From an optimization exercise on the open Yosys and OpenROAD flow, aimed at small area, a short achievable clock period and few clock cycles per item; shortcuts taken in it are not production practice.
Function was checked by simulation only, so behaviour that the tests miss may differ from the original.
Power and IR drop assume default switching activity.

[design/flow/design.v]
module spread_hash (
    input  wire          clk,
    input  wire          rst,         
    input  wire          start,       
    input  wire          kind,        
    input  wire [63:0]   mask,        
    input  wire [1023:0] words,       
    input  wire [31:0]   seed,        
    input  wire [319:0]  key,         
    output reg           done,        
    output wire [31:0]   hash
);
    localparam [511:0] CRC_L16 = 512'h8fc847e423f211f908fc047e8df746fbacb5d992e301fe487f24b05ad7e56bf235f91afc82b6ce93e8817440b5e8d53c6a9eba87d28be68dfc8e7e473f231f91;
    localparam [1023:0] CRC_L32 = 1024'h8fc8e57b47e472bd23f2395e11f91caf08fc8e57047e472b8df7c6ee46fbe377acb514c0d9926f1be301d2f6fe480c007f240600b05ae67bd7e596466bf2cb2335f965911afcb2c882b6bc1fce93bb74e88138c174409c60b5e8ab4bd53cb0de6a9e586fba87c94cd28b01dde68d6595fc8e57b17e472bd83f2395ec1f91caf6;
    reg          busy;        
    reg          st1;         
    reg          lh;          
    reg  [63:0]  pend;        
    reg  [63:0]  l1, l2;      
    reg  [7:0]   h1, h2;      
    reg  [15:0]  w1, w2;      
    reg          v2;          
    reg  [31:0]  acc;         
    reg  [63:0]  kw;          
    reg  [9:0]   kptr;        
    assign hash = acc;
    reg  [7:0]   gb1, gb2;    
    reg  [7:0]   f1;          
    reg  [7:0]   f2a, f2b;    
    integer      g, k;
    always @* begin
        gb1[0] = 1'b0;
        gb2[0] = 1'b0;
        for (g = 1; g < 8; g = g + 1) begin
            gb1[g] = gb1[g-1] | h1[g-1];
            gb2[g] = gb2[g-1] | h2[g-1] | (gb1[g-1] & h1[g-1]);
        end
        for (g = 0; g < 8; g = g + 1) begin
            f1[g]  = h1[g] & ~gb1[g];
            f2a[g] = h2[g] & ~gb1[g];
            f2b[g] = h1[g] & gb1[g] & ~gb2[g];
        end
    end
    reg  [15:0]  ga [0:7];    
    reg  [15:0]  gb [0:7];    
    reg  [15:0]  rd1, rd2;
    reg  [63:0]  s1, s2;      
    always @* begin
        rd1 = 16'd0;
        rd2 = 16'd0;
        for (g = 0; g < 8; g = g + 1) begin
            ga[g] = 16'd0;
            gb[g] = 16'd0;
            for (k = 0; k < 8; k = k + 1) begin
                ga[g] = ga[g] | (words[16*(8*g+k) +: 16] & {16{l1[8*g+k]}});
                gb[g] = gb[g] | (words[16*(8*g+k) +: 16] & {16{l2[8*g+k]}});
                s1[8*g+k] = l1[8*g+k] & f1[g];
                s2[8*g+k] = (l2[8*g+k] & f2a[g]) | (l1[8*g+k] & f2b[g]);
            end
            rd1 = rd1 | (ga[g] & {16{f1[g]}});
            rd2 = rd2 | (gb[g] & {16{f2a[g]}}) | (ga[g] & {16{f2b[g]}});
        end
    end
    wire [63:0]  pend_next = start ? mask : (pend & ~s1 & ~s2);
    reg  [63:0]  nl1, nl2;
    reg  [7:0]   nh1, nh2;
    reg          e1, e2;
    always @* begin
        for (g = 0; g < 8; g = g + 1) begin
            e1 = 1'b0;
            e2 = 1'b0;
            for (k = 0; k < 8; k = k + 1) begin
                nl1[8*g+k] = pend_next[8*g+k] & ~e1;
                nl2[8*g+k] = pend_next[8*g+k] & e1 & ~e2;
                e2 = e2 | (e1 & pend_next[8*g+k]);
                e1 = e1 | pend_next[8*g+k];
            end
            nh1[g] = e1;
            nh2[g] = e2;
        end
    end
    reg  [31:0]  kpair;       
    reg  [63:0]  kinit;       
    integer      m, c;
    always @* begin
        kpair = 32'd0;
        for (c = 0; c < 10; c = c + 1)
            for (m = 0; m < 32; m = m + 1)
                kpair[m] = kpair[m] | (key[319 - 32*c - m] & kptr[c]);
        for (m = 0; m < 64; m = m + 1)
            kinit[m] = key[319 - m];
    end
    wire [15:0]  b1 = {w1[7:0], w1[15:8]};
    wire [15:0]  b2 = {w2[7:0], w2[15:8]};
    wire [15:0]  t1 = acc[15:0] ^ b1;
    wire [31:0]  t2 = acc ^ {b2, b1};
    reg  [31:0]  crc_a, crc_b;
    integer      o;
    always @* begin
        for (o = 0; o < 32; o = o + 1) begin
            crc_a[o] = (o < 16 ? acc[o + 16] : 1'b0) ^ (^(t1 & CRC_L16[16*o +: 16]));
            crc_b[o] = ^(t2 & CRC_L32[32*o +: 32]);
        end
    end
    wire [31:0]  crc_next = v2 ? crc_b : crc_a;
    wire [31:0]  tin;
    genvar       gj;
    generate
        for (gj = 0; gj < 16; gj = gj + 1) begin : g_in
            assign tin[gj]      = w1[15 - gj];
            assign tin[16 + gj] = w2[15 - gj];
        end
    endgenerate
    function [7:0] hank8;                     
        input [7:0]  x;
        input [14:0] h;
        integer      qq;
        begin
            for (qq = 0; qq < 8; qq = qq + 1)
                hank8[qq] = ^(x & h[qq +: 8]);
        end
    endfunction
    function [15:0] hank16;
        input [15:0] x;
        input [30:0] h;
        reg   [7:0]  p;
        begin
            p = hank8(x[7:0] ^ x[15:8], h[22:8]);
            hank16[7:0]  = p ^ hank8(x[7:0],  h[14:0]  ^ h[22:8]);
            hank16[15:8] = p ^ hank8(x[15:8], h[30:16] ^ h[22:8]);
        end
    endfunction
    wire [15:0]  tp  = hank16(tin[15:0] ^ tin[31:16], kw[46:16]);
    wire [15:0]  ty0 = tp ^ hank16(tin[15:0],  kw[30:0]  ^ kw[46:16]);
    wire [15:0]  ty1 = tp ^ hank16(tin[31:16], kw[62:32] ^ kw[46:16]);
    wire [31:0]  ty  = {ty1, ty0};            
    reg  [31:0]  tpz_next;
    integer      q;
    always @* begin
        for (q = 0; q < 32; q = q + 1)
            tpz_next[31 - q] = acc[31 - q] ^ ty[q];
    end
    always @(posedge clk) begin
        pend <= pend_next;
        l1   <= nl1;
        l2   <= nl2;
        h1   <= nh1;
        h2   <= nh2;
        w1   <= rd1;
        w2   <= rd2;
        v2   <= f2a != 8'd0 || f2b != 8'd0;
        acc  <= st1 ? (kind ? 32'd0 : seed) : (kind ? tpz_next : crc_next);
        kw   <= st1 ? kinit : {kpair, kw[63:32]};
        kptr <= st1 ? 10'd4 : {kptr[8:0], kptr[9]};
        if (rst) begin
            busy <= 1'b0;
            st1  <= 1'b0;
            lh   <= 1'b0;
            done <= 1'b0;
        end else begin
            st1  <= start;
            lh   <= busy && h1 != 8'd0 && pend_next == 64'd0;
            done <= lh || (st1 && h1 == 8'd0);
            busy <= start || (busy && !(lh || (st1 && h1 == 8'd0)));
        end
    end
endmodule
[design/flow/run.sh]
#!/bin/bash
# synth_recipe.tcl (not shown) runs the flow's synth.tcl, then flattens the netlist and writes it again
# the make line also repeats each setting of config.mk as NAME=value (left out here)
make -C /OpenROAD-flow-scripts/flow DESIGN_CONFIG=/design/flow/config.mk WORK_HOME=/design/flow/orfs CLKGATE_MAP_FILE= SYNTH_SCRIPT=/design/flow/synth_recipe.tcl finish
[design/flow/config.mk]
export PLATFORM = sky130hd
export DESIGN_NAME = spread_hash
export DESIGN_NICKNAME = spread_hash
export VERILOG_FILES = /design/flow/design.v
export SDC_FILE = /design/flow/constraint.sdc
export NUM_CORES = 4
export LEC_CHECK = 0
export CAP_MARGIN = 35
export CORE_AREA = 10 10 550 550
export DIE_AREA = 0 0 560 560
export SETUP_SLACK_MARGIN = 4.5
export SLEW_MARGIN = 35
[design/flow/constraint.sdc]
create_clock -name core_clock -period 7.0 [get_ports {clk}]
set_input_delay 1.4000 -clock core_clock [delete_from_list [all_inputs] [get_ports {clk}]]
set_output_delay 1.4000 -clock core_clock [all_outputs]
set_load 0.01 [all_outputs]
==> results of run 1 <==
## kinds of logic (layout without fill, tap and decap cells)
logic type               after synthesis  in the layout  synth area share (%)
AO/OA/AOI/OAI                       1704           1704                  32.3
XOR/XNOR                            1109           1110                  28.6
AND/OR/NAND/NOR                     1341           1341                  15.7
adder cells (fa/ha/maj)                4              4                 0.105
multiplexers                          43             43                  1.20
flip-flops                           335            335                  17.0
other                                  0            217                     0
buffers and inverters                509           2636                  5.16
## routing by layer
| layer | up-vias | wire (µm) | global-route usage, % |
|---|---|---|---|
| met3 | 1868 | 53600 | 9.49 |
| met1 | 28597 | 161000 | 29.9 |
| met4 | 98 | 41300 | 17.1 |
| met2 | 5648 | 211000 | 45.1 |
| li1 | 23461 | - | - |
| met5 | - | 957 | 0 |
## how the worst min path moves through the flow
| stage | from | end | cells after the start |
|---|---|---|---|
| after floorplan | lh | done | 2 |
| after global placement | pend[1] | l1[1] | 2 |
| after detailed placement | pend[1] | l2[1] | 2 |
| after CTS | pend[1] | l2[1] | 2 |
| after global routing | pend[1] | l2[1] | 2 |
| final | kw[63] | kw[31] | 1 |
## worst max-delay path, stage by stage, from the launching register on
cell	delay (ns)
dfxtp_4	0.41
buf_6	0.14
or4_4	0.58
a21oi_4	0.19
buf_6	0.11
buf_6	0.08
buf_6	0.08
buf_6	0.08
buf_6	0.09
buf_6	0.08
buf_6	0.09
buf_6	0.09
buf_6	0.07
nand4b_1	0.18
buf_6	0.22
o211ai_1	0.73
## final cells by class
cell class / count / area, µm²
Inverter: 86 / 377
Fill cell: 30451 / 213000
Timing Repair Buffer: 2461 / 24400
Antenna cell: 217 / 543
Tap cell: 3900 / 4880
Sequential cell: 335 / 7030
Clock inverter: 32 / 467
Multi-Input combinational cell: 4202 / 38300
Clock buffer: 57 / 1310
## sequential cells by signal, summed over array words and instances, names as in the netlist
register	cells
lh	1
w2	16
busy	1
l1	64
done	1
pend	56
l2	56
kptr	10
st1	1
h2	8
w1	16
v2	1
acc	32
kw	64
h1	8
## Yosys cell counts (12+ instances only)
library cell and number:
xor2_1 229, nor2b_1 27, dfxtp_1 335, nand2b_1 16, and2_1 23, nor2_1 435
mux2_2 33, and3_1 18, nand4_1 92, a221oi_1 46, nand3_1 94, o21a_1 18
and4_1 44, buf_1 13, a211oi_1 57, nor4_1 22, nor3_1 45, clkbuf_1 352
o21ai_0 91, xnor3_1 58, xnor2_2 58, a41oi_1 19, o21ai_1 24, o211ai_1 32
nand2_1 478, o22ai_1 19, a22oi_1 880, a21oi_1 129, a222oi_1 166, xnor2_4 15
or3_1 12, xnor2_1 745, buf_2 45, a31oi_1 121, inv_1 81
## report_power, final
group / internal [µW] / switching, µW
clock network: 1650 / 1260
registers: 2420 / 592
logic: 23300 / 25200
## placed cells by master (no fill, tap or decap), types with 46 or more instances in the layout
master	count
a21oi_1	60
a21oi_2	50
a222oi_1	166
a22oi_1	801
a22oi_2	81
a31oi_1	54
buf_12	112
buf_4	685
buf_6	200
clkbuf_16	48
clkdlybuf4s50_1	1249
dfxtp_1	213
dfxtp_2	53
dfxtp_4	69
diode_2	217
dlygate4sd2_1	109
dlymetal6s2s_1	54
inv_1	63
nand2_1	445
nand3_1	68
nand4_1	92
nor2_1	390
o21ai_0	60
xnor2_1	542
xnor2_2	132
xnor2_4	145
xnor3_1	46
xor2_1	167
## timing repair
action                                   CTS  global route
gates cloned                               4             0
endpoints found under the setup margin   238           209
setup buffers                            565           214
gates resized for setup                 1523           478
pin swaps                                513           360
## stage by stage
| stage | util (%) | instance area, µm² |
|---|---|---|
| after floorplan | - | 40400 |
| after global placement | 20.5 | 59700 |
| after detailed placement | 20.6 | 60000 |
| after CTS | 25.0 | 72600 |
| after global routing | 26.5 | 77100 |
| final | 26.6 | 77300 |
==> reports/metrics.cfg, run 1 <==
[outcome]
status = timing/DRC/antenna clean

[place]
place_hpwl_mm = 378
dp.cells = 10200
place.gp.congestion = 1.07
port_buffers = 1476
pre_cts_ws_ns = 2.05

[drt]
first_iter_violations = 9478
firstDrtPassIters = 13
via_per_inst = 5.29
ant_nets = 0
wl_per_cell_um = 41.4
vias = 59672
postRouteWirelength_mm = 467
remaining_drc_errors = 0

[sta]
slew-limit-headroom_pct = 27.2
setup-violations-final = 0
fin_ws_ns = 3.53
skew_ns = 0.0644
max_freq_mhz = 288
fin_crit_sh_pct = 49.5
worstMarginPinSlew_ns = 1.09
whs_ns = 0.526
rsz0062_at_grt = yes
finalHoldViolations = 0
tns_ns = 0
fin_crit_ns = 3.47
slew_viol_final = 0

[synthesis]
synth_edf_count = 0
yosysWarnings = 3
synth.top_cell.area_share_pct = 17.0
synth_ff_type = dfxtp_1
syn_avg_cell_area_um2 = 7.82
synth.area.top_cells = dfxtp_1, a22oi_1, xnor2_1, xor2_1, nand2_1
synthArstFlopShare_pct = 0
synth-seq-area-share_pct = 17.0
syn-cell-area_um2 = 39400
yosysTopAreaCell = dfxtp_1
synthDistinctLibCells = 98
synth_nets = 6489
ys_ff_latch = 335
netlist_instances = 5045

[clocking]
clockBufferDepth = 3
cts_root_buf = clkbuf_16
cts_max_level = 2
clock_latency_ns = 0.74
path_clk_slew_ns = 0.08
cts-hold-fix-buffers = 0
cts.sinks = 335
cts_tree = yes
cts_buffers = 48

[finish]
fin_cells = 11290
layout.nets = 8578
drive_above_1_share_pct = 31.5
area_delta_synth_final_pct = 96.2

[setup_path]
startpoint_type = flip-flop
crit_path_end = w2[2]
rr_worst_depth = 15
r2r_end = w2[2]
cp.required_ns = 7.51
r2r_setup_slack_ns = 3.53
cp-end-kind = flip-flop
cp_max_fo = 8
timing.rr.start = h1[0]
critPathLaunch = h1[0]
critPathKind = reg -> reg
cp_data_arrival_time_ns = 3.98

[floorplanning]
fp.dieW_um = 560
pin_count = 1477
core_area_um2 = 291000
rows = 198
dieHeight_um = 560
start_util_pct = 13.6
die_area_um2 = 314000

[grt]
grt_overflow = 0
antenna_found_initial = 328
grt_usage_pct = 27.3
grt_pass1_vias = 55383
grt_max_degree = 81
grt_pass1_wl_mm = 578

[power]
power_leakage_uw = 0.0278
ir_worst_vdd_mv = 1.21
total_power_uw = 54400
power.density_nw_per_um2 = 704

[min_path]
min_path_type = reg -> reg

[flow_run]
maxCapViolCount = 0

Testbench counts, summed over its fixed seeds: cycles 20,313, items 1,920.
==> run 2, diff against run 1 <==
==> design/flow/flow/run.sh (new file) <==
#!/bin/bash
# The standard layout (standard.sh: standard synthesis unchanged), except that the
# buffer that buffer_ports puts on every input and output port is the smallest buffer
# cell instead of the default choice (every port still gets its own buffer).
set -euo pipefail
export BUFFER_PORTS_ARGS="-buffer_cell sky130_fd_sc_hd__buf_1"
bash standard.sh finish > standard_flow.log 2>&1
==> design/flow/standard.sh (new file) <==
#!/bin/bash
# synth_recipe.tcl (not shown) runs the flow's synth.tcl, then flattens the netlist and writes it again
# the make line also repeats each setting of config.mk as NAME=value (left out here)
make -C /OpenROAD-flow-scripts/flow DESIGN_CONFIG=/design/flow/config.mk WORK_HOME=/design/flow/orfs CLKGATE_MAP_FILE= SYNTH_SCRIPT=/design/flow/synth_recipe.tcl "${@:-finish}"
--- a/design/flow/config.mk
+++ b/design/flow/config.mk
@@ -7,6 +7,6 @@
 export LEC_CHECK = 0
 export CAP_MARGIN = 35
-export CORE_AREA = 10 10 550 550
-export DIE_AREA = 0 0 560 560
+export CORE_AREA = 10 10 500 500
+export DIE_AREA = 0 0 510 510
 export SETUP_SLACK_MARGIN = 4.5
 export SLEW_MARGIN = 35
removed: design/flow/run.sh
==> run 2 against run 1 <==
Compared with the run above: die area shrank 17%; largest power group unchanged; utilization grew 0.84 points; global-route usage up 2.7 points; synthesized area stayed put; via count shrank 3.2%; critical path type is now in -> reg; still clean on timing, DRC and antenna; register-to-register slack gained 0.26 ns; power fell by 7.0%.
==> reports/metrics.cfg, run 2 <==
[grt]
grt_pass1_wl_mm = 532  ; -8.0%
grt_pass1_vias = 54419  ; -1.7%
grt_overflow = 0  ; unchanged
grt_max_degree = 64  ; -21%
grt_usage_pct = 30.1  ; +2.7 points
antenna_found_initial = 221  ; -33%

[power]
ir_worst_vdd_mv = 0.919  ; -24%
power_leakage_uw = 0.0224  ; -20%
power.density_nw_per_um2 = 773  ; +9.9%

[drt]
via_per_inst = 5.56  ; +5.1%
remaining_drc_errors = 0  ; unchanged
postRouteWirelength_mm = 421  ; -9.8%
ant_nets = 0  ; unchanged
wl_per_cell_um = 40.5  ; -2.1%
firstDrtPassIters = 11  ; -2
vias = 57739  ; -3.2%
first_iter_violations = 9432  ; -0.49%

[synthesis]
ys_ff_latch = 335  ; unchanged
synth-seq-area-share_pct = 17.0  ; unchanged
synth.area.top_cells = dfxtp_1, a22oi_1, xnor2_1, xor2_1, nand2_1
yosysWarnings = 3  ; unchanged
syn_avg_cell_area_um2 = 7.82  ; unchanged
synthArstFlopShare_pct = 0  ; unchanged
synth.top_cell.area_share_pct = 17.0  ; unchanged
synth_ff_type = dfxtp_1
synthDistinctLibCells = 98  ; unchanged
synth_nets = 6489  ; unchanged
synth_common_cells = a22oi_1, xnor2_1, nand2_1, nor2_1, clkbuf_1
yosysTopAreaCell = dfxtp_1
syn-cell-area_um2 = 39400  ; unchanged
netlist_instances = 5045  ; unchanged
synth.most_common_cell = a22oi_1
synth_edf_count = 0  ; unchanged

[place]
place.gp.congestion = 1.04  ; -2.9%
place_hpwl_mm = 342  ; -9.5%
port_buffers = 1476  ; unchanged
dpl_cell_area_um2 = 49600  ; -17%

[sta]
slew-limit-headroom_pct = 30.8  ; +3.5 points
whs_ns = 0.469  ; -0.0570 ns
max_freq_mhz = 311  ; +7.8%
slew_viol_final = 0  ; unchanged
finalHoldViolations = 0  ; unchanged
setup-violations-final = 0  ; unchanged
fin_crit_sh_pct = 45.9  ; -3.6 points
skew_ns = 0.0483  ; -0.0161 ns
worstMarginPinSlew_ns = 1.04  ; -0.0529 ns
tns_ns = 0  ; unchanged
rsz0062_at_grt = yes
fin_crit_ns = 3.22  ; -0.252 ns

[floorplanning]
rows = 179  ; -9.6%
start_util_pct = 16.5  ; +3.0 points
dieHeight_um = 510  ; -8.9%
fp.dieW_um = 510  ; -8.9%
pin_count = 1477  ; unchanged
die_area_um2 = 260000  ; -17%
core_area_um2 = 238000  ; -18%

[clocking]
clock_latency_ns = 0.71  ; -0.03 ns
clockBufferDepth = 3  ; unchanged
cts_tree = yes
path_clk_slew_ns = 0.06  ; -0.02 ns
cts_max_level = 2  ; unchanged
cts_root_buf = clkbuf_16
cts.sinks = 335  ; unchanged
cts-hold-fix-buffers = 0  ; unchanged
cts_buffers = 46  ; -4.2%

[finish]
utilization_pct = 27.5  ; +0.84 points
final_cell_mix = buf_1, a22oi_1, buf_4
top_regs = kw x64, l1 x64
drive_above_1_share_pct = 28.4  ; -3.0 points
area_delta_synth_final_pct = 65.9
fin_area_um2 = 65400  ; -15%
fillCellCount = 25661  ; -16%
layout_commonest_cell = buf_1
layout.nets = 8450  ; -1.5%

[setup_path]
cp.required_ns = 7.44  ; -0.07 ns
startpoint_type = input pin
cp-end-kind = flip-flop
critPathKind = in -> reg
cp_max_fo = 7  ; -1
path_cells = buf_1, a22oi_1, nand4_1, a222oi_1, o2111ai_2
max_stage_delay_ns = 0.90  ; +0.17 ns
cp_data_arrival_time_ns = 3.66  ; -0.32 ns
crit_path_top_delay_cell = a222oi_1

[outcome]
status = timing/DRC/antenna clean

[min_path]
min_path_type = reg -> reg

[flow_run]
maxCapViolCount = 0  ; unchanged

run 2: cell counts after synthesis:
Identical to the previous run, type by type.
run 2: cells by family after synthesis:
group	share of synthesized area [%]
adders and majority gates	0.105
DFF	17.0
AOI/OAI and AO/OA	32.3
and+or+nand+nor	15.7
buffers and inverters	5.16
muxes	1.20
xor gates and xnor gates	28.6
run 2: layer usage:
layer | vias up | global-route usage (%) | routed length (µm)
met5 | - | 0 | 575
met4 | 82 | 20.9 | 40100
met3 | 1450 | 11.0 | 50300
met2 | 5034 | 48.3 | 186000
met1 | 27990 | 33.0 | 144000
li1 | 23183 | - | -
run 2: path summary, 6_finish.rpt:
kind                            cells past startpoint  slack, ns     end      start
worst max-delay path                                5       3.78   w1[4]  words[68]
worst min-delay path                                1       0.47  kw[31]     kw[63]
worst max register to register                     14       3.79  acc[7]      w1[3]
worst min register to register                      1       0.47  kw[31]     kw[63]
run 2: final cells by class:
type / count / area (µm²) / area share (%)
diodes: 186 / 465 / 0.711
inverters: 86 / 348 / 0.532
clock buffers: 59 / 1280 / 1.96
clock inverters: 24 / 315 / 0.482
repair inverters: 3 / 40.0 / 0.0612
multi-input cells: 4202 / 37700 / 57.6
well taps: 3167 / 3960 / 6.06
flip-flops and latches: 335 / 7060 / 10.8
repair buffers: 2332 / 14300 / 21.8
run 2: critical path: cells and delay by family:
kind / cells / cell delay (ns)
buffers and inverters: 1 / 0.10
AND/OR/NAND/NOR: 1 / 0.67
AO/OA/AOI/OAI: 3 / 1.47
run 2: power by group:
group	internal, µW	leakage (µW)	switching (µW)	total [µW]
logic	22000	0.0188	22700	44700
clock network	1460	0.000761	1150	2610
registers	2420	0.00283	866	3290
run 2: through the flow:
step	setup WS (ns)	total power, µW	instances
after floorplan	3.78	26900	5045
after global placement	2.22	36400	9421
after detailed placement	2.20	36400	9427
after CTS	3.89	46800	10020
after global routing	3.71	52000	10341
final	3.78	50600	10394
run 2: timing repair:
action / 4_1_cts / 5_1_grt
buffers inserted: 503 / 182
gates resized for setup: 1086 / 364
pin swaps: 378 / 273
setup endpoints to repair: 245 / 184
gates cloned: 7 / 4
==> run 3, diff against run 2 <==
--- a/design/flow/config.mk
+++ b/design/flow/config.mk
@@ -9,4 +9,4 @@
 export CORE_AREA = 10 10 500 500
 export DIE_AREA = 0 0 510 510
-export SETUP_SLACK_MARGIN = 4.5
+export SETUP_SLACK_MARGIN = 0
 export SLEW_MARGIN = 35
==> run 3 against run 2 <==
Compared with the run above: largest cell class unchanged; die area unchanged; critical endpoint is now w2[11]; setup slack got worse by 1.4 ns; clock power increased by 5%; highest routed layer unchanged; sequential share of layout area increased by 2.4 points; sequential power decreased by 2%; clock skew increased by 0.043 ns; register-to-register slack got worse by 1.4 ns; flip-flop and latch count unchanged; combinational power decreased by 24%; largest power group unchanged; synthesized area unchanged; clock-buffer cell count increased by 5; final area decreased by 22%.
==> reports/metrics.cfg, run 3 <==
[drt]
firstDrtPassIters = 12  ; +1
wl_met2_mm = 175  ; -6.1%
dr.max_layer_used = met5
dr_wl_met3_mm = 47.6  ; -5.2%
remaining_drc_errors = 0  ; unchanged
via_per_inst = 5.46  ; -1.8%
first_iter_violations = 8972  ; -4.9%
vias = 53116  ; -8.0%
drt-met1-wl_mm = 136  ; -5.7%
wl_per_cell_um = 40.4  ; -0.28%
ant_nets = 0  ; unchanged
postRouteWirelength_mm = 394  ; -6.6%

[finish]
fin_area_um2 = 51200  ; -22%
final_cell_mix = buf_1, a22oi_1, xnor2_1
layout_commonest_cell = buf_1
fin_cells = 9737  ; -6.3%
drive_above_1_share_pct = 7.92  ; -21 points
top_regs = kw x64, l1 x64
layout.nets = 7768  ; -8.1%
area_delta_synth_final_pct = 29.9

[place]
place_hpwl_mm = 339  ; -1.1%
dpl_cell_area_um2 = 48800  ; -1.5%
port_buffers = 1476  ; unchanged
dp.cells = 9436  ; +0.095%
place.gp.congestion = 1.05  ; +1.1%

[floorplanning]
pin_count = 1477  ; unchanged
core_area_um2 = 238000  ; unchanged
dieHeight_um = 510  ; unchanged
rows = 179  ; unchanged
fp.dieW_um = 510  ; unchanged
start_util_pct = 16.5  ; unchanged
die_area_um2 = 260000  ; unchanged

[synthesis]
synth.area.top_cells = dfxtp_1, a22oi_1, xnor2_1, xor2_1, nand2_1
syn-cell-area_um2 = 39400  ; unchanged
synth_fa_ha_area_share_pct = 0.105  ; unchanged
ys_ff_latch = 335  ; unchanged
yosysTopAreaCell = dfxtp_1
synth_common_cells = a22oi_1, xnor2_1, nand2_1, nor2_1, clkbuf_1
synth_xor_area_share_pct = 28.6  ; unchanged
synth_top_family_by_area = compound AO/OA/AOI/OAI gates
synth_nets = 6489  ; unchanged
synthSimpleGateAreaFrac_pct = 15.7  ; unchanged
yosysWarnings = 3  ; unchanged
synthDistinctLibCells = 98  ; unchanged
netlist_instances = 5045  ; unchanged
synth.top_cell.area_share_pct = 17.0  ; unchanged
synthArstFlopShare_pct = 0  ; unchanged
syn_avg_cell_area_um2 = 7.82  ; unchanged
synth.most_common_cell = a22oi_1
synth-seq-area-share_pct = 17.0  ; unchanged
synth_mux_area_share_pct = 1.20  ; unchanged
synth-compound-area-share_pct = 32.3  ; unchanged
synth_edf_count = 0  ; unchanged
synth_ff_type = dfxtp_1

[setup_path]
path_delay_family = simple AND/OR/NAND/NOR gates
r2r_setup_slack_ns = 2.42  ; -1.37 ns
timing.rr.start = h1[2]
path_cells = or3_1, nor2_1, nand2_1, a31oi_1, buf_4, a2111oi_0, nand4_1, a211oi_1, nand2_1
r2r_end = w2[11]
cp-end-kind = flip-flop
critPathKind = reg -> reg
path_buf_inv = 1  ; unchanged
crit_path_top_delay_cell = a2111oi_0
cp.required_ns = 7.62  ; +0.18 ns
startpoint_type = flip-flop
cp_data_arrival_time_ns = 5.20  ; +1.54 ns
cp_max_fo = 14  ; +7
rr_worst_depth = 9  ; -5
max_stage_delay_ns = 0.83  ; -0.07 ns
cpMostUsedCell = nand2_1

[grt]
grt_pass1_vias = 50371  ; -7.4%
grt_usage_pct = 28.4  ; -1.6 points
grt_overflow = 0  ; unchanged
grt_pass1_wl_mm = 500  ; -5.9%
antenna_found_initial = 246  ; +11%
grt_max_degree = 89  ; +39%

[clocking]
path_clk_slew_ns = 0.08  ; +0.02 ns
cts_max_level = 2  ; unchanged
cts_tree = yes
cts_resized = 0  ; -100%
cts_root_buf = clkbuf_16
clock_latency_ns = 0.73  ; +0.02 ns
cts.sinks = 335  ; unchanged
cts-hold-fix-buffers = 0  ; unchanged
cts_buffers = 49  ; +6.5%
cts_setup_buffers = 0  ; -100%
clockBufferDepth = 3  ; unchanged

[sta]
rsz0062_at_grt = no
slew-limit-headroom_pct = 30.1  ; -0.67 points
worstMarginPinSlew_ns = 1.05  ; +0.00857 ns
fin_crit_sh_pct = 65.4  ; +19 points
fin_crit_ns = 4.58  ; +1.36 ns
slew_viol_final = 0  ; unchanged
skew_ns = 0.0918  ; +0.0435 ns
max_freq_mhz = 218  ; -30%
tns_ns = 0  ; unchanged
finalHoldViolations = 0  ; unchanged
setup-violations-final = 0  ; unchanged

[min_path]
min_path_type = reg -> reg
hp-start = kw[63]
min_path_cells = 1  ; unchanged
holdPathEnd = kw[31]

[power]
total_power_uw = 40000  ; -21%
power_leakage_uw = 0.0162  ; -27%
power.density_nw_per_um2 = 780  ; +0.86%
ir_worst_vdd_mv = 0.746  ; -19%

[flow_run]
maxCapViolCount = 0  ; unchanged

[outcome]
status = timing/DRC/antenna clean

## run 3: layout make-up
cell class	count	area, µm²
Fill cell	27227	187000
Tap cell	3167	3960
Inverter	86	325
Clock inverter	26	327
Clock buffer	64	1380
Timing Repair Buffer	1651	6890
Antenna cell	207	518
Multi-Input combinational cell	4201	31100
Sequential cell	335	6740
## run 3: cell families after synthesis
group / after synthesis
adders and majority gates: 4
DFF: 335
and+or+nand+nor: 1341
xor gates and xnor gates: 1109
muxes: 43
AOI/OAI and AO/OA: 1704
buffers and inverters: 509
## run 3: routing by layer
layer | track usage, % | up-vias
met4 | 20.8 | 82
met2 | 45.1 | 4612
met3 | 11.1 | 1110
li1 | - | 21816
met1 | 30.8 | 25496
met5 | 0 | -
## run 3: how the worst max path moves through the flow
stage          start     end  depth (start not counted)
6_report       h1[2]  w2[11]                          9
2_1_floorplan  start  l2[31]                         10
5_1_grt        h1[1]      lh                         10
3_3_place_gp   start      lh                         10
3_5_place_dp   start      lh                         10
4_1_cts        h2[1]      lh                          9
## run 3: stage by stage
| step | hold slack, ns | util, % | setup WS (ns) |
|---|---|---|---|
| 4_1_cts | 0.511 | 21.2 | 2.63 |
| 6_report | 0.539 | 21.5 | 2.42 |
| 2_1_floorplan | 0.424 | - | 3.27 |
| 3_5_place_dp | 0.459 | 20.5 | 2.17 |
| 3_3_place_gp | 0.448 | 20.4 | 2.21 |
| 5_1_grt | 0.537 | 21.4 | 2.49 |
## run 3: report_power, final
part           internal [µW]  leakage (µW)  total, µW  switching, µW
clock                   1560      0.000821       2730           1170
sequential              2340       0.00279       3230            892
combinational          15200        0.0126      34000          18800
total                  19100        0.0162      40000          20900
==> run 4, diff against run 3 <==
--- a/design/flow/config.mk
+++ b/design/flow/config.mk
@@ -9,4 +9,4 @@
 export CORE_AREA = 10 10 500 500
 export DIE_AREA = 0 0 510 510
-export SETUP_SLACK_MARGIN = 0
+export SETUP_SLACK_MARGIN = 3.2
 export SLEW_MARGIN = 35
==> run 4 against run 3 <==
Compared with the run above: die area unchanged; register-to-register slack improved by 0.80 ns; flip-flop and latch count unchanged; first-iteration DRC count decreased by 3.0%; utilization increased by 0.087 points; fmax increased by 21%; clock power about the same; critical endpoint is now acc[22].
==> reports/metrics.cfg, run 4 <==
[outcome]
status = timing/DRC/antenna clean

[clocking]
cts_root_buf = clkbuf_16
cts.sinks = 335  ; unchanged
clockBufferDepth = 3  ; unchanged
path_clk_slew_ns = 0.06  ; -0.02 ns
cts_tree = yes
cts_buffers = 49  ; unchanged
cts-hold-fix-buffers = 0  ; unchanged
cts_max_level = 2  ; unchanged
clock_latency_ns = 0.73  ; about the same

[grt]
antenna_found_initial = 248  ; +0.81%
grt_max_degree = 89  ; unchanged
grt_pass1_vias = 50305  ; -0.13%
grt_pass1_wl_mm = 500  ; about the same
grt_usage_pct = 28.4  ; about the same
grt_overflow = 0  ; unchanged

[drt]
via_per_inst = 5.45  ; about the same
first_iter_violations = 8700  ; -3.0%
postRouteWirelength_mm = 394  ; about the same
vias = 53053  ; -0.12%
ant_nets = 0  ; unchanged
wl_per_cell_um = 40.4  ; about the same
firstDrtPassIters = 13  ; +1
remaining_drc_errors = 0  ; unchanged

[power]
power_leakage_uw = 0.0163  ; +0.49%
power.density_nw_per_um2 = 779  ; about the same
ir_worst_vdd_mv = 0.745  ; -0.18%

[sta]
rsz0062_at_grt = yes
max_freq_mhz = 265  ; +21%
tns_ns = 0  ; unchanged
setup-violations-final = 0  ; unchanged
finalHoldViolations = 0  ; unchanged
fin_crit_ns = 3.78  ; -0.801 ns
worstMarginPinSlew_ns = 1.12  ; +0.0773 ns
slew-limit-headroom_pct = 24.8  ; -5.3 points
fin_ws_ns = 3.22  ; +0.801 ns
slew_viol_final = 0  ; unchanged
fin_crit_sh_pct = 54.0  ; -11 points
skew_ns = 0.0893  ; -0.00242 ns

[finish]
layout.nets = 7774  ; +0.077%
layout_commonest_cell = buf_1
fillCellCount = 27193  ; -0.12%
final_cell_mix = buf_1, a22oi_1, xnor2_1
top_regs = kw x64, l1 x64
drive_above_1_share_pct = 8.37  ; +0.45 points
area_delta_synth_final_pct = 30.4

[flow_run]
maxCapViolCount = 0  ; unchanged

[setup_path]
path_delay_family = XOR/XNOR gates
startpoint_type = flip-flop
path_buf_inv = 0  ; -1
path_cells = xnor2_1, xor2_1, nand2_1, xnor2_1, xnor3_1, xnor3_1, xnor3_1, a21oi_1, o21ai_1
crit_path_top_delay_cell = xnor2_1
cpMostUsedCell = xnor3_1
cp_max_fo = 8  ; -6
cp-end-kind = flip-flop
cp_data_arrival_time_ns = 4.36  ; -0.84 ns
cp.required_ns = 7.58  ; -0.04 ns
critPathKind = reg -> reg
max_stage_delay_ns = 0.79  ; -0.04 ns

[synthesis]
synth_common_cells = a22oi_1, xnor2_1, nand2_1, nor2_1, clkbuf_1
yosysWarnings = 3  ; unchanged
synthArstFlopShare_pct = 0  ; unchanged
syn_avg_cell_area_um2 = 7.82  ; unchanged
synth.top_cell.area_share_pct = 17.0  ; unchanged
synth_ff_type = dfxtp_1
synth-seq-area-share_pct = 17.0  ; unchanged
synth_edf_count = 0  ; unchanged
yosysTopAreaCell = dfxtp_1
syn-cell-area_um2 = 39400  ; unchanged
netlist_instances = 5045  ; unchanged
synth.most_common_cell = a22oi_1
synth.area.top_cells = dfxtp_1, a22oi_1, xnor2_1, xor2_1, nand2_1
ys_ff_latch = 335  ; unchanged
synth_nets = 6489  ; unchanged
synthDistinctLibCells = 98  ; unchanged

[floorplanning]
core_area_um2 = 238000  ; unchanged
rows = 179  ; unchanged
dieHeight_um = 510  ; unchanged
fp.dieW_um = 510  ; unchanged
pin_count = 1477  ; unchanged
die_area_um2 = 260000  ; unchanged
start_util_pct = 16.5  ; unchanged

[min_path]
min_path_type = reg -> reg

[place]
port_buffers = 1476  ; unchanged
place.gp.congestion = 1.05  ; unchanged
pre_cts_ws_ns = 2.17  ; unchanged
place_hpwl_mm = 339  ; unchanged

[run 4: cell counts after synthesis]
Identical to the previous run, type by type.
[run 4: cell type report]
type	instances	area, µm²	share of cell area [%]
repair buffers	1657	6930	13.5
diodes	198	495	0.963
clock buffers	64	1380	2.69
well taps	3167	3960	7.71
inverters	86	325	0.633
clock inverters	26	327	0.635
multi-input cells	4201	31300	60.8
flip-flops and latches	335	6750	13.1
[run 4: cell families (layout without fill, tap and decap cells)]
logic type,after synthesis,after routing,synth area share (%)
and+or+nand+nor,1341,1341,15.7
DFF,335,335,17.0
xor gates and xnor gates,1109,1109,28.6
muxes,43,43,1.20
AOI/OAI and AO/OA,1704,1704,32.3
buffers and inverters,509,1833,5.16
other,0,198,0
adders and majority gates,4,4,0.105
[run 4: worst paths after layout]
check             startpoint  slack [ns]  endpoint  cells after the start
hold / removal        kw[63]        0.53    kw[31]                      1
setup reg to reg      kw[37]        3.22   acc[22]                      9
hold reg to reg       kw[63]        0.53    kw[31]                      1
setup / recovery      kw[37]        3.22   acc[22]                      9
[run 4: timing repair]
action	in CTS	in global routing
gates resized for setup	15	24
buffers inserted	1	4
pin swaps	1	3
setup endpoints to repair	19	14
[run 4: power by group]
part	internal, µW	switching, µW	leakage, µW	total (µW)
combinational	15200	18900	0.0127	34100
clock	1560	1170	0.000821	2740
sequential	2340	893	0.00279	3230
[run 4: stage by stage]
stage               area, µm²  hold WS, ns  total power (µW)  instances  utilization [%]
floorplan               39400        0.424             26700       5045                -
global placement        48600        0.448             36300       9430             20.4
detailed placement      48800        0.459             36300       9436             20.5
CTS                     50600        0.511             39300       9527             21.2
global route            51300        0.537             41500       9686             21.5
finish                  51400        0.533             40100       9734             21.6
[run 4: metal layers]
metal	wire (µm)	track usage, %	part of all wire (%)
met4	36300	21.0	9.2
met2	173000	45.0	44
met3	47800	11.0	12
met5	647	0	0.16
met1	136000	30.9	34
==> run 5, diff against run 4 <==
--- a/design/flow/config.mk
+++ b/design/flow/config.mk
@@ -9,4 +9,4 @@
 export CORE_AREA = 10 10 500 500
 export DIE_AREA = 0 0 510 510
-export SETUP_SLACK_MARGIN = 3.2
+export SETUP_SLACK_MARGIN = 4.0
 export SLEW_MARGIN = 35
==> run 5 against run 4 <==
Compared with the run above: still clean on timing, DRC and antenna; sequential share of layout area decreased by 1.3 points; non-clock buffer count increased by 327; die area is the same; first-iteration DRC count up 11%; critical endpoint is now lh; highest routed layer unchanged.
==> reports/metrics.cfg, run 5 <==
[finish]
area_delta_synth_final_pct = 48.2
final_cell_mix = buf_1, a22oi_1, xnor2_1
utilization_pct = 24.5  ; +2.9 points
layout.nets = 8101  ; +4.2%
layout_commonest_cell = buf_1
top_regs = kw x64, l1 x64
fillCellCount = 26334  ; -3.2%
drive_above_1_share_pct = 18.5  ; +10 points
fin_area_um2 = 58400  ; +14%

[grt]
grt_overflow = 0  ; unchanged
grt_usage_pct = 28.6  ; +0.18 points
antenna_found_initial = 252  ; +1.6%
grt_pass1_wl_mm = 504  ; +0.78%
grt_pass1_vias = 51449  ; +2.3%
grt_max_degree = 62  ; -30%

[clocking]
cts_buffers = 46  ; -6.1%
clock_latency_ns = 0.72  ; about the same
cts_tree = yes
cts.sinks = 335  ; unchanged
path_clk_slew_ns = 0.06  ; about the same
cts-hold-fix-buffers = 0  ; unchanged
cts_max_level = 2  ; unchanged
cts_root_buf = clkbuf_16
clockBufferDepth = 3  ; unchanged

[place]
place_hpwl_mm = 332  ; -1.9%
place.gp.congestion = 1.05  ; -0.40%
dpl_cell_area_um2 = 49000  ; +0.36%
port_buffers = 1476  ; unchanged
pre_cts_ws_ns = 2.17  ; +0.00358 ns

[sta]
slew-limit-headroom_pct = 31.5  ; +6.6 points
slew_viol_final = 0  ; unchanged
fin_crit_ns = 3.24  ; -0.536 ns
setup-violations-final = 0  ; unchanged
finalHoldViolations = 0  ; unchanged
skew_ns = 0.0701  ; -0.0193 ns
tns_ns = 0  ; unchanged
fin_crit_sh_pct = 46.3  ; -7.7 points
fin_ws_ns = 3.76  ; +0.536 ns
rsz0062_at_grt = yes
worstMarginPinSlew_ns = 1.03  ; -0.0976 ns
max_freq_mhz = 308  ; +17%

[drt]
remaining_drc_errors = 0  ; unchanged
ant_nets = 0  ; unchanged
vias = 55652  ; +4.9%
firstDrtPassIters = 14  ; +1
postRouteWirelength_mm = 402  ; +2.1%
via_per_inst = 5.56  ; +2.0%
first_iter_violations = 9671  ; +11%
wl_per_cell_um = 40.1  ; -0.75%

[floorplanning]
start_util_pct = 16.5  ; unchanged
fp.dieW_um = 510  ; unchanged
dieHeight_um = 510  ; unchanged
die_area_um2 = 260000  ; unchanged
core_area_um2 = 238000  ; unchanged
pin_count = 1477  ; unchanged
rows = 179  ; unchanged

[setup_path]
critPathLaunch = h1[3]
critPathKind = reg -> reg
crit_path_top_delay_cell = or4_4
path_cells = buf_12, or4_4, buf_4, nor2_4, a21o_4, a32oi_2, or3_4, nor3_4, and2_4, nand4_1, nor4_4
cp-end-kind = flip-flop
crit_path_end = lh
timing.rr.start = h1[3]
cp.required_ns = 7.58  ; about the same
startpoint_type = flip-flop
cp_max_fo = 13  ; +5
cp_data_arrival_time_ns = 3.82  ; -0.54 ns
r2r_setup_slack_ns = 3.76  ; +0.54 ns
max_stage_delay_ns = 0.61  ; -0.18 ns
r2r_end = lh
rr_worst_depth = 11  ; +2

[synthesis]
ys_ff_latch = 335  ; unchanged
synthDistinctLibCells = 98  ; unchanged
netlist_instances = 5045  ; unchanged
synth.most_common_cell = a22oi_1
synth_ff_type = dfxtp_1
synthArstFlopShare_pct = 0  ; unchanged
yosysTopAreaCell = dfxtp_1
synth_common_cells = a22oi_1, xnor2_1, nand2_1, nor2_1, clkbuf_1
syn-cell-area_um2 = 39400  ; unchanged
syn_avg_cell_area_um2 = 7.82  ; unchanged
synth_edf_count = 0  ; unchanged
synth_nets = 6489  ; unchanged
synth-seq-area-share_pct = 17.0  ; unchanged
synth.top_cell.area_share_pct = 17.0  ; unchanged
yosysWarnings = 3  ; unchanged
synth.area.top_cells = dfxtp_1, a22oi_1, xnor2_1, xor2_1, nand2_1

[power]
switchingPower_uw = 23200  ; +11%
pwr-share-comb_pct = 87.0  ; +1.9 points
power_leakage_uw = 0.0194  ; +19%
pwr-share-seq_pct = 7.3  ; -0.8 points
clkPwrFrac_pct = 5.7  ; -1.1 points
switching_share_pct = 50.8  ; -1.4 points
internal_power_uw = 22500  ; +17%
ir_worst_vdd_mv = 0.885  ; +19%
power.density_nw_per_um2 = 782  ; +0.35%

[flow_run]
maxCapViolCount = 0  ; unchanged

[outcome]
status = timing/DRC/antenna clean

[min_path]
min_path_type = reg -> reg

==> run 5: kinds of logic (layout without fill, tap and decap cells) <==
group	count (synthesis)	count (layout)	synth area share, %
AO/OA/AOI/OAI	1704	1704	32.3
AND/OR/NAND/NOR	1341	1341	15.7
XOR/XNOR	1109	1109	28.6
buffers and inverters	509	2159	5.16
flip-flops	335	335	17.0
multiplexers	43	43	1.20
adder cells (fa/ha/maj)	4	4	0.105
other	0	151	0
==> run 5: routing by layer <==
layer	part of all wire [%]	vias to the layer above	GRT usage, %
li1	-	22420	-
met1	34	26645	31.3
met2	45	5195	46.6
met3	12	1310	10.9
met4	8.1	82	17.7
met5	0.14	-	0.475
==> run 5: area by class of cell <==
cell class	instances	area (µm²)	share of cell area (%)
clock buffer	61	1320	2.26
sequential	335	6930	11.9
clock inverter	25	267	0.456
multi-input combinational	4201	34700	59.4
timing repair inverter	3	45.0	0.0771
antenna	151	378	0.647
tap	3167	3960	6.78
inverter	86	342	0.585
timing repair buffer	1984	10500	18.0
==> run 5: power groups by stage <==
stage               clock network, µW  logic (µW)  registers [µW]
finish                           2610       39800            3320
CTS                              2640       35800            3270
global placement                    0       33300            3230
detailed placement                  0       33300            3220
global route                     2720       41000            3320
floorplan                           0       24100            2680
==> run 5: critical path, delay by kind of cell, from the launching register on <==
family | cells | cell delay (ns)
flops | 1 | 0.41
buf+inv | 2 | 0.36
simple gates | 7 | 2.07
compound gates | 2 | 0.31
==> run 5: what timing repair did <==
action | CTS | global route
setup buffers | 123 | 201
setup endpoints to repair | 163 | 63
pin swaps | 84 | 175
cloned | 8 | 5
resized for setup | 429 | 279
==> run 5: how the worst min path moves through the flow <==
| stage | endpoint | cells after the start | slack [ns] | from |
|---|---|---|---|---|
| floorplan | done | 2 | 0.42 | lh |
| global placement | kptr[9] | 1 | 0.44 | kptr[8] |
| detailed placement | kw[31] | 1 | 0.44 | kw[63] |
| CTS | kptr[9] | 1 | 0.46 | kptr[8] |
| global route | kptr[9] | 1 | 0.48 | kptr[8] |
| finish | kptr[9] | 1 | 0.46 | kptr[8] |
==> run 5: metrics by stage <==
step | hold WS, ns | cells | power, µW
finish | 0.455 | 10013 | 45700
global route | 0.479 | 9951 | 47100
CTS | 0.457 | 9653 | 41700
detailed placement | 0.443 | 9436 | 36600
global placement | 0.439 | 9432 | 36500
floorplan | 0.424 | 5045 | 26800
==> run 6, diff against run 5 <==
--- a/design/flow/config.mk
+++ b/design/flow/config.mk
@@ -11,2 +11,3 @@
 export SETUP_SLACK_MARGIN = 4.0
 export SLEW_MARGIN = 35
+export TNS_END_PERCENT = 30
==> run 6 against run 5 <==
Compared with the run above: still clean on timing, DRC and antenna; power fell by 1.4%; clock-buffer cell count did not move; sequential share of layout area rose by 0.14 points; clock power barely moved; via count fell by 1.2%; final area fell by 1.7%; flip-flop and latch count did not move; clock skew rose by 0.0016 ns; synthesized area did not move; register-to-register slack barely moved; utilization fell by 0.41 points; non-clock buffer count fell by 52.
==> reports/metrics.cfg, run 6 <==
[outcome]
status = timing/DRC/antenna clean

[synthesis]
syn_avg_cell_area_um2 = 7.82  ; unchanged
ys_ff_latch = 335  ; unchanged
synth_nets = 6489  ; unchanged
synth.area.top_cells = dfxtp_1, a22oi_1, xnor2_1, xor2_1, nand2_1
synth-seq-area-share_pct = 17.0  ; unchanged
yosysTopAreaCell = dfxtp_1
synthDistinctLibCells = 98  ; unchanged
synth_edf_count = 0  ; unchanged
syn-cell-area_um2 = 39400  ; unchanged
synthArstFlopShare_pct = 0  ; unchanged
synth_ff_type = dfxtp_1
yosysWarnings = 3  ; unchanged
synth.top_cell.area_share_pct = 17.0  ; unchanged
synth.most_common_cell = a22oi_1
netlist_instances = 5045  ; unchanged
synth_common_cells = a22oi_1, xnor2_1, nand2_1, nor2_1, clkbuf_1

[power]
power_leakage_uw = 0.0190  ; -2.4%
power.density_nw_per_um2 = 785  ; +0.31%
ir_worst_vdd_mv = 0.877  ; -0.87%

[clocking]
cts_buffers = 46  ; unchanged
cts_root_buf = clkbuf_16
cts_max_level = 2  ; unchanged
cts-hold-fix-buffers = 0  ; unchanged
clock_latency_ns = 0.72  ; about the same
path_clk_slew_ns = 0.06  ; about the same
clockBufferDepth = 3  ; unchanged
cts.sinks = 335  ; unchanged
cts_tree = yes

[finish]
fillCellCount = 26520  ; +0.71%
layout.nets = 8049  ; -0.64%
seq_area_um2 = 6900  ; -0.51%
layout_commonest_cell = buf_1
final_cell_mix = buf_1, a22oi_1, xnor2_1
area_delta_synth_final_pct = 45.7
drive_above_1_share_pct = 16.8  ; -1.7 points
fin_area_um2 = 57500  ; -1.7%
fin_cells = 9968  ; -0.45%
top_regs = kw x64, l1 x64
multi_input_area_um2 = 34300  ; -1.2%

[drt]
first_iter_violations = 9326  ; -3.6%
firstDrtPassIters = 13  ; -1
wl_per_cell_um = 40.2  ; about the same
remaining_drc_errors = 0  ; unchanged
vias = 55009  ; -1.2%
postRouteWirelength_mm = 400  ; -0.41%
via_per_inst = 5.52  ; -0.71%
ant_nets = 0  ; unchanged

[sta]
rsz0062_at_grt = yes
skew_ns = 0.0717  ; +0.00162 ns
whs_ns = 0.456  ; +0.000345 ns
slew-limit-headroom_pct = 30.6  ; -0.83 points
worstMarginPinSlew_ns = 1.04  ; +0.0139 ns
max_freq_mhz = 308  ; about the same
fin_crit_sh_pct = 46.4  ; about the same
slew_viol_final = 0  ; unchanged
tns_ns = 0  ; unchanged
fin_crit_ns = 3.25  ; +0.00263 ns
setup-violations-final = 0  ; unchanged
finalHoldViolations = 0  ; unchanged

[place]
dp.cells = 9436  ; unchanged
port_buffers = 1476  ; unchanged
dpl_cell_area_um2 = 49000  ; unchanged
place_hpwl_mm = 332  ; unchanged
place.gp.congestion = 1.05  ; unchanged

[setup_path]
critPathKind = reg -> reg
cp.required_ns = 7.58  ; about the same
max_stage_delay_ns = 0.62  ; about the same
cp_data_arrival_time_ns = 3.83  ; about the same
crit_path_top_delay_cell = or4_4
startpoint_type = flip-flop
cp-end-kind = flip-flop
path_buf_inv = 2  ; unchanged
path_cells = buf_12, or4_4, buf_4, nor2_4, a21o_4, a32oi_2, or3_4, nor3_4, and2_4, nand4_1, nor4_4
path_delay_family = simple AND/OR/NAND/NOR gates
r2r_setup_slack_ns = 3.75  ; about the same
cp_max_fo = 25  ; +12

[min_path]
min_path_type = reg -> reg

[floorplanning]
rows = 179  ; unchanged
fp.dieW_um = 510  ; unchanged
die_area_um2 = 260000  ; unchanged
core_area_um2 = 238000  ; unchanged
pin_count = 1477  ; unchanged
start_util_pct = 16.5  ; unchanged
dieHeight_um = 510  ; unchanged

[grt]
grt_pass1_wl_mm = 504  ; about the same
grt_pass1_vias = 51327  ; -0.24%
grt_overflow = 0  ; unchanged
grt_max_degree = 62  ; unchanged
antenna_found_initial = 255  ; +1.2%
grt_usage_pct = 28.6  ; about the same

[flow_run]
maxCapViolCount = 0  ; unchanged

==> run 6: path summary, 6_finish.rpt <==
kind	from	endpoint	cells after the start
worst max-delay path	h1[3]	lh	11
worst min-delay path	kptr[8]	kptr[9]	1
worst max register to register	h1[3]	lh	11
worst min register to register	kptr[8]	kptr[9]	1
==> run 6: layout make-up <==
cell class / instances / share of cell area (%)
Clock buffer: 61 / 2.30
Sequential cell: 335 / 12.0
Inverter: 86 / 0.595
Clock inverter: 25 / 0.464
Timing Repair inverter: 3 / 0.0784
Multi-Input combinational cell: 4201 / 59.7
Antenna cell: 158 / 0.688
Timing Repair Buffer: 1932 / 17.3
Tap cell: 3167 / 6.90
==> run 6: timing repair <==
item,4_1_cts,5_1_grt
gates cloned,8,3
endpoints found under the hold margin,0,0
setup endpoints to repair,163,78
pin swaps,82,119
buffers inserted,121,153
gates resized for setup,406,191
==> run 6: kinds of logic (layout without fill, tap and decap cells) <==
group	count (synthesis)	in the layout	share of synthesized area, %
AO/OA/AOI/OAI	1704	1704	32.3
XOR/XNOR	1109	1109	28.6
adder cells (fa/ha/maj)	4	4	0.105
buffers and inverters	509	2107	5.16
flip-flops	335	335	17.0
multiplexers	43	43	1.20
other	0	158	0
AND/OR/NAND/NOR	1341	1341	15.7
==> run 6: power breakdown <==
group	leakage, µW	switching [µW]	internal [µW]
combinational	0.0154	20900	18300
clock	0.000773	1170	1430
sequential	0.00281	954	2370
total	0.0190	23000	22100
==> run 6: worst register-to-register path: cells and delay by family, from the launching register on <==
| kind | cells | cell delay [ns] |
|---|---|---|
| flip-flops | 1 | 0.37 |
| AO/OA/AOI/OAI | 2 | 0.30 |
| AND/OR/NAND/NOR | 7 | 2.13 |
| buffers and inverters | 2 | 0.37 |
==> run 6: routing by layer <==
layer / global-route usage [%] / share of wire [%] / vias to the layer above
met2: 46.8 / 45 / 5090
met1: 31.5 / 34 / 26273
li1: - / - / 22318
met3: 10.7 / 12 / 1248
met4: 17.3 / 7.8 / 80
met5: 0.475 / 0.13 / -
==> run 6: stage by stage <==
step	worst slack [ns]	util (%)	power, µW
3_5_place_dp	2.17	20.6	36600
3_3_place_gp	1.73	20.5	36500
4_1_cts	3.86	22.8	41700
5_1_grt	3.70	24.1	46400
2_1_floorplan	3.78	-	26800
6_report	3.75	24.1	45100
==> run 7, diff against run 6 <==
--- a/design/flow/config.mk
+++ b/design/flow/config.mk
@@ -9,5 +9,4 @@
 export CORE_AREA = 10 10 500 500
 export DIE_AREA = 0 0 510 510
-export SETUP_SLACK_MARGIN = 4.0
+export SETUP_SLACK_MARGIN = 3.6
 export SLEW_MARGIN = 35
-export TNS_END_PERCENT = 30
==> run 7 against run 6 <==
Compared with the run above: fmax is 5.6% lower; non-clock buffer count is 239 lower; power is 9.6% lower; first-iteration DRC count is 0.42% lower; die area stayed put; synthesized area stayed put; combinational power is 11% lower; routed wire length is 1.2% lower; largest cell class unchanged; highest routed layer unchanged.
==> reports/metrics.cfg, run 7 <==
[power]
ir_worst_vdd_mv = 0.807  ; -8.0%
power.density_nw_per_um2 = 770  ; -1.9%
switching_share_pct = 52.4  ; +1.4 points
pwr-share-seq_pct = 8.1  ; +0.7 points
internal_power_uw = 19400  ; -12%
clkPwrFrac_pct = 6.5  ; +0.7 points
switchingPower_uw = 21300  ; -7.1%
pwr-share-comb_pct = 85.3  ; -1.6 points
power_leakage_uw = 0.0169  ; -11%

[place]
place.gp.congestion = 1.05  ; +0.27%
port_buffers = 1476  ; unchanged
place_hpwl_mm = 336  ; +1.0%

[synthesis]
synthDistinctLibCells = 98  ; unchanged
synthArstFlopShare_pct = 0  ; unchanged
synth.most_common_cell = a22oi_1
ys_ff_latch = 335  ; unchanged
synth_edf_count = 0  ; unchanged
synth.top_cell.area_share_pct = 17.0  ; unchanged
synth_common_cells = a22oi_1, xnor2_1, nand2_1, nor2_1, clkbuf_1
yosysWarnings = 3  ; unchanged
synth-seq-area-share_pct = 17.0  ; unchanged
synth_nets = 6489  ; unchanged
syn_avg_cell_area_um2 = 7.82  ; unchanged
synth.area.top_cells = dfxtp_1, a22oi_1, xnor2_1, xor2_1, nand2_1
yosysTopAreaCell = dfxtp_1
synth_ff_type = dfxtp_1
syn-cell-area_um2 = 39400  ; unchanged
netlist_instances = 5045  ; unchanged

[min_path]
min_path_type = reg -> reg
hp-start = kw[63]
holdPathEnd = kw[31]
min_path_cells = 1  ; unchanged

[sta]
worstMarginPinSlew_ns = 1.09  ; +0.0531 ns
skew_ns = 0.0673  ; -0.00438 ns
slew_viol_final = 0  ; unchanged
max_freq_mhz = 291  ; -5.6%
finalHoldViolations = 0  ; unchanged
slew-limit-headroom_pct = 26.8  ; -3.9 points
tns_ns = 0  ; unchanged
setup-violations-final = 0  ; unchanged
fin_crit_ns = 3.44  ; +0.193 ns
fin_crit_sh_pct = 49.1  ; +2.8 points
rsz0062_at_grt = yes

[finish]
area_delta_synth_final_pct = 34.2
top_regs = kw x64, l1 x64
final_cell_mix = buf_1, a22oi_1, xnor2_1
layout.nets = 7810  ; -3.0%
utilization_pct = 22.2  ; -1.9 points
layout_commonest_cell = buf_1
drive_above_1_share_pct = 10.6  ; -6.3 points

[clocking]
cts_tree = yes
path_clk_slew_ns = 0.07  ; about the same
clockBufferDepth = 3  ; unchanged
cts_root_buf = clkbuf_16
cts-hold-fix-buffers = 0  ; unchanged
cts_max_level = 2  ; unchanged
clock_latency_ns = 0.71  ; about the same
cts.sinks = 335  ; unchanged
cts_buffers = 48  ; +4.3%

[setup_path]
cp_max_fo = 11  ; -56%
path_delay_family = XOR/XNOR gates
crit_path_top_delay_cell = xnor2_2
cp.required_ns = 7.58  ; about the same
r2r_end = acc[3]
timing.rr.start = w1[3]
rr_worst_depth = 9  ; -2
startpoint_type = flip-flop
r2r_setup_slack_ns = 3.56  ; -0.19 ns
path_cells = xnor2_2, xnor2_2, xnor2_1, xnor2_1, xnor2_1, nor2_1, a211oi_1, a31oi_1, o21ai_1
critPathKind = reg -> reg
cpMostUsedCell = xnor2_1
cp_data_arrival_time_ns = 4.02  ; +0.19 ns
max_stage_delay_ns = 0.78  ; +0.16 ns
path_buf_inv = 0  ; -2
cp-end-kind = flip-flop

[floorplanning]
pin_count = 1477  ; unchanged
rows = 179  ; unchanged
die_area_um2 = 260000  ; unchanged
fp.dieW_um = 510  ; unchanged
core_area_um2 = 238000  ; unchanged
dieHeight_um = 510  ; unchanged
start_util_pct = 16.5  ; unchanged

[grt]
grt_overflow = 0  ; unchanged
grt_max_degree = 77  ; +24%
grt_usage_pct = 28.3  ; -0.28 points
antenna_found_initial = 250  ; -2.0%
grt_pass1_wl_mm = 499  ; -1.1%
grt_pass1_vias = 50135  ; -2.3%

[drt]
first_iter_violations = 9287  ; -0.42%
vias = 53701  ; -2.4%
wl_per_cell_um = 40.5  ; +0.79%
postRouteWirelength_mm = 396  ; -1.2%
ant_nets = 0  ; unchanged
via_per_inst = 5.49  ; -0.44%
remaining_drc_errors = 0  ; unchanged
firstDrtPassIters = 13  ; unchanged

[flow_run]
maxCapViolCount = 0  ; unchanged

[outcome]
status = timing/DRC/antenna clean

-- run 7: worst max path at each step --
stage	from	end	slack, ns	depth (start not counted)
after floorplan	start	l2[31]	3.60	10
after global placement	start	lh	2.12	10
after detailed placement	start	lh	2.10	10
after CTS	h1[5]	w2[4]	3.50	9
after global routing	w1[13]	acc[12]	3.54	10
final	w1[3]	acc[3]	3.56	9
-- run 7: cell type report --
| cell class | instances | area [µm²] |
|---|---|---|
| flip-flops and latches | 335 | 6780 |
| clock inverters | 30 | 343 |
| multi-input cells | 4202 | 32200 |
| diodes | 204 | 510 |
| fillers | 26987 | 185000 |
| well taps | 3167 | 3960 |
| inverters | 86 | 333 |
| repair buffers | 1693 | 7480 |
| clock buffers | 57 | 1300 |
-- run 7: through the flow --
stage               area, µm²  setup WS, ns  hold WS [ns]  cells  total power [µW]
global placement        48400          2.12         0.450   9407             36400
global route            52800          3.54         0.480   9709             42200
detailed placement      48700          2.10         0.458   9413             36400
CTS                     51200          3.50         0.475   9521             39600
floorplan               39500          3.60         0.424   5045             26700
finish                  52900          3.56         0.476   9774             40700
-- run 7: power by group through the flow --
stage / Sequential, µW / Clock, µW / Combinational (µW)
4_1_cts: 3250 / 2720 / 33600
5_1_grt: 3310 / 2780 / 36100
2_1_floorplan: 2680 / 0 / 24100
3_3_place_gp: 3280 / 0 / 33100
3_5_place_dp: 3270 / 0 / 33200
6_report: 3320 / 2660 / 34800
-- run 7: what timing repair did --
action	in CTS	in global routing
cloned	1	5
endpoints found under the setup margin	86	43
setup buffers	20	42
resized for setup	118	99
pin swaps	11	24
-- run 7: cells by family after synthesis --
| family | synth area share [%] |
|---|---|
| multiplexers | 1.20 |
| AO/OA/AOI/OAI | 32.3 |
| AND/OR/NAND/NOR | 15.7 |
| flip-flops | 17.0 |
| buffers and inverters | 5.16 |
| adder cells (fa/ha/maj) | 0.105 |
| XOR/XNOR | 28.6 |
-- run 7: worst reg2reg max path: stages (launching register included) --
cell,delay [ns]
dfxtp_2,0.46
xnor2_2,0.78
xnor2_2,0.34
xnor2_1,0.61
xnor2_1,0.25
xnor2_1,0.18
nor2_1,0.18
a211oi_1,0.09
a31oi_1,0.33
o21ai_1,0.09
-- run 7: layer usage --
metal	track usage [%]	routed length (µm)	vias to the layer above
li1	-	-	21884
met1	31.2	138000	25716
met2	45.8	178000	4847
met3	10.8	47500	1180
met4	17.9	31400	74
met5	0	490	-
==> run 8, diff against run 7 <==
--- a/design/flow/config.mk
+++ b/design/flow/config.mk
@@ -9,4 +9,5 @@
 export CORE_AREA = 10 10 500 500
 export DIE_AREA = 0 0 510 510
+export PLACE_DENSITY = 0.7
 export SETUP_SLACK_MARGIN = 3.6
 export SLEW_MARGIN = 35
==> run 8 against run 7 <==
Compared with the run above: still clean on timing, DRC and antenna; synthesized cell count unchanged; routed wire length up 9.0%; first-iteration DRC count down 1.4%; final area up 0.47%; flip-flop and latch count unchanged; register-to-register slack worse by 0.08 ns; final cell count up 0.23%; non-clock buffer count up 35; critical path type unchanged; critical endpoint is now w1[15]; largest power group unchanged.
==> reports/metrics.cfg, run 8 <==
[outcome]
status = timing/DRC/antenna clean

[synthesis]
synth_ff_type = dfxtp_1
synth.most_common_cell = a22oi_1
synth-seq-area-share_pct = 17.0  ; unchanged
yosysTopAreaCell = dfxtp_1
synth.top_cell.area_share_pct = 17.0  ; unchanged
syn_avg_cell_area_um2 = 7.82  ; unchanged
netlist_instances = 5045  ; unchanged
synth.area.top_cells = dfxtp_1, a22oi_1, xnor2_1, xor2_1, nand2_1
yosysWarnings = 3  ; unchanged
synthArstFlopShare_pct = 0  ; unchanged
synth_common_cells = a22oi_1, xnor2_1, nand2_1, nor2_1, clkbuf_1
synth_nets = 6489  ; unchanged
synthDistinctLibCells = 98  ; unchanged
synth_edf_count = 0  ; unchanged
ys_ff_latch = 335  ; unchanged
syn-cell-area_um2 = 39400  ; unchanged

[sta]
max_freq_mhz = 284  ; -2.3%
slew_viol_final = 0  ; unchanged
rsz0062_at_grt = yes
tns_ns = 0  ; unchanged
slew-limit-headroom_pct = 29.8  ; +3.0 points
fin_ws_ns = 3.48  ; -0.0816 ns
worstMarginPinSlew_ns = 1.05  ; -0.0455 ns
whs_ns = 0.542  ; +0.0658 ns
skew_ns = 0.0550  ; -0.0123 ns
finalHoldViolations = 0  ; unchanged
fin_crit_sh_pct = 50.3  ; +1.2 points
setup-violations-final = 0  ; unchanged
fin_crit_ns = 3.52  ; +0.0816 ns

[setup_path]
cp_max_fo = 24  ; +13
path_cells = buf_6, or4_4, nor2_2, nand2_1, a41oi_1, nor4_1, nand2_1
r2r_setup_slack_ns = 3.48  ; -0.08 ns
startpoint_type = flip-flop
cp.required_ns = 7.60  ; +0.02 ns
crit_path_top_delay_cell = a41oi_1
max_stage_delay_ns = 0.89  ; +0.11 ns
cpMostUsedCell = nand2_1
critPathKind = reg -> reg
path_delay_family = simple AND/OR/NAND/NOR gates
rr_worst_depth = 7  ; -2
path_buf_inv = 1  ; +1
cp-end-kind = flip-flop
timing.rr.start = h1[1]
cp_data_arrival_time_ns = 4.12  ; +0.10 ns
r2r_end = w1[15]

[power]
power_leakage_uw = 0.0171  ; +1.1%
clkPwrFrac_pct = 6.3  ; -0.2 points
total_power_uw = 41100  ; +0.92%
pwr-share-comb_pct = 85.8  ; +0.5 points
internal_power_uw = 19700  ; +1.6%
power.density_nw_per_um2 = 773  ; +0.44%
switching_share_pct = 52.0  ; -0.32 points
switchingPower_uw = 21400  ; +0.31%
pwr-share-seq_pct = 7.9  ; -0.2 points
ir_worst_vdd_mv = 0.798  ; -1.0%

[floorplanning]
fp.dieW_um = 510  ; unchanged
pin_count = 1477  ; unchanged
core_area_um2 = 238000  ; unchanged
die_area_um2 = 260000  ; unchanged
rows = 179  ; unchanged
dieHeight_um = 510  ; unchanged
start_util_pct = 16.5  ; unchanged

[grt]
grt_pass1_wl_mm = 537  ; +7.6%
grt_max_degree = 62  ; -19%
antenna_found_initial = 383  ; +53%
grt_overflow = 0  ; unchanged
grt_pass1_vias = 50350  ; +0.43%
grt_usage_pct = 31.0  ; +2.7 points

[drt]
ant_nets = 0  ; unchanged
postRouteWirelength_mm = 431  ; +9.0%
wl_per_cell_um = 44.0  ; +8.7%
firstDrtPassIters = 13  ; unchanged
vias = 54500  ; +1.5%
remaining_drc_errors = 0  ; unchanged
first_iter_violations = 9156  ; -1.4%
via_per_inst = 5.56  ; +1.3%

[finish]
top_regs = kw x64, l1 x64
final_cell_mix = buf_1, a22oi_1, xnor2_1
fillCellCount = 26983  ; -0.015%
drive_above_1_share_pct = 11.0  ; +0.38 points
fin_cells = 9796  ; +0.23%
layout.nets = 7840  ; +0.38%
area_delta_synth_final_pct = 34.8
layout_commonest_cell = buf_1

[min_path]
min_path_cells = 2  ; +1
holdPathEnd = done
hp-start = lh
min_path_type = reg -> reg

[place]
port_buffers = 1476  ; unchanged
place.gp.congestion = 1.05  ; about the same
dp.cells = 9442  ; +0.31%
place_hpwl_mm = 373  ; +11%
pre_cts_ws_ns = 2.03  ; -0.0739 ns

[clocking]
cts.sinks = 335  ; unchanged
clockBufferDepth = 3  ; unchanged
clock_latency_ns = 0.68  ; -0.03 ns
cts_root_buf = clkbuf_16
cts_max_level = 2  ; unchanged
cts_buffers = 44  ; -8.3%
cts-hold-fix-buffers = 0  ; unchanged
path_clk_slew_ns = 0.07  ; about the same
cts_tree = yes

[flow_run]
maxCapViolCount = 0  ; unchanged

## run 8: area by class of cell
type                       count  area [µm²]  area share [%]
multi-input combinational   4201       32200            60.6
timing repair buffer        1728        7770            14.6
sequential                   335        6770            12.7
tap                         3167        3960            7.45
clock buffer                  55        1220            2.30
antenna                      200         500           0.941
clock inverter                24         363           0.683
inverter                      86         338           0.635
## run 8: worst reg2reg max path, stage by stage, from the launching register on
cell     delay, ns
dfxtp_2       0.36
buf_6         0.22
or4_4         0.67
nor2_2        0.25
nand2_1       0.55
a41oi_1       0.89
nor4_1        0.30
nand2_1       0.21
## run 8: per-stage QoR
stage	instance area [µm²]	utilization, %
finish	53200	22.3
floorplan	39500	-
detailed placement	48800	20.5
global placement	48600	20.4
CTS	51700	21.7
global route	52900	22.2
## run 8: logic make-up (layout without fill, tap and decap cells)
kind of cell / after synthesis / after routing / synth area share (%)
AND/OR/NAND/NOR: 1341 / 1341 / 15.7
adder cells (fa/ha/maj): 4 / 4 / 0.105
multiplexers: 43 / 43 / 1.20
flip-flops: 335 / 335 / 17.0
buffers and inverters: 509 / 1893 / 5.16
XOR/XNOR: 1109 / 1109 / 28.6
other: 0 / 200 / 0
AO/OA/AOI/OAI: 1704 / 1704 / 32.3
## run 8: what timing repair did
action	4_1_cts	5_1_grt
pin swaps	12	30
setup buffers	23	47
gates resized for setup	155	79
endpoints found under the setup margin	79	43
gates cloned	1	1
## run 8: metal layers
metal / GRT usage [%] / wire length, µm / up-vias
li1: - / - / 21956
met1: 35.3 / 155000 / 26356
met2: 50.3 / 194000 / 4794
met3: 11.9 / 52500 / 1252
met4: 16.4 / 28100 / 142
met5: 0 / 935 / -
## run 8: power groups by stage
stage / registers, µW / logic [µW] / clock network [µW]
after floorplan: 2680 / 24100 / 0
after global placement: 3220 / 33200 / 0
after detailed placement: 3220 / 33300 / 0
after CTS: 3210 / 34000 / 2630
after global routing: 3250 / 36700 / 2700
final: 3260 / 35300 / 2580
## run 8: worst max-delay path by stage
stage          cells after the start  slack, ns       to         from
3_5_place_dp                      10       2.03       lh        start
3_3_place_gp                      10       2.00       lh        start
2_1_floorplan                     10       3.60   l2[31]        start
5_1_grt                            9       3.53  acc[16]       kw[43]
6_report                           7       3.48   w1[15]        h1[1]
4_1_cts                            8       3.50   w2[11]  words[1003]

## re-timing with driven ports
The results above use ideal ports. As a check the final layouts listed here were re-extracted and re-timed, cells and wires unchanged. Step 1 assumes that a clkbuf_16 drives the clock port and a buf_2 every other input. Step 2 also shifts input and output timing later by t, the mid clock arrival at the registers, as if the neighbouring blocks saw the same clock. Slacks: no drivers / after step 1 / after step 2; pairs: no drivers / after step 1.
run	shift t [ns]	setup WS [ns]
run 1	0.794	3.532 / 3.532 / 2.813
run 2	0.784	3.784 / 3.674 / 2.889
run 3	0.790	2.419 / 2.419 / 2.167
run 4	0.789	3.221 / 3.221 / 2.535
run 5	0.786	3.757 / 3.627 / 2.841
run 6	0.776	3.755 / 3.602 / 2.826
run 7	0.774	3.561 / 3.561 / 2.829
run 8	0.760	3.480 / 3.476 / 2.715
After both steps every run listed still meets setup and hold.
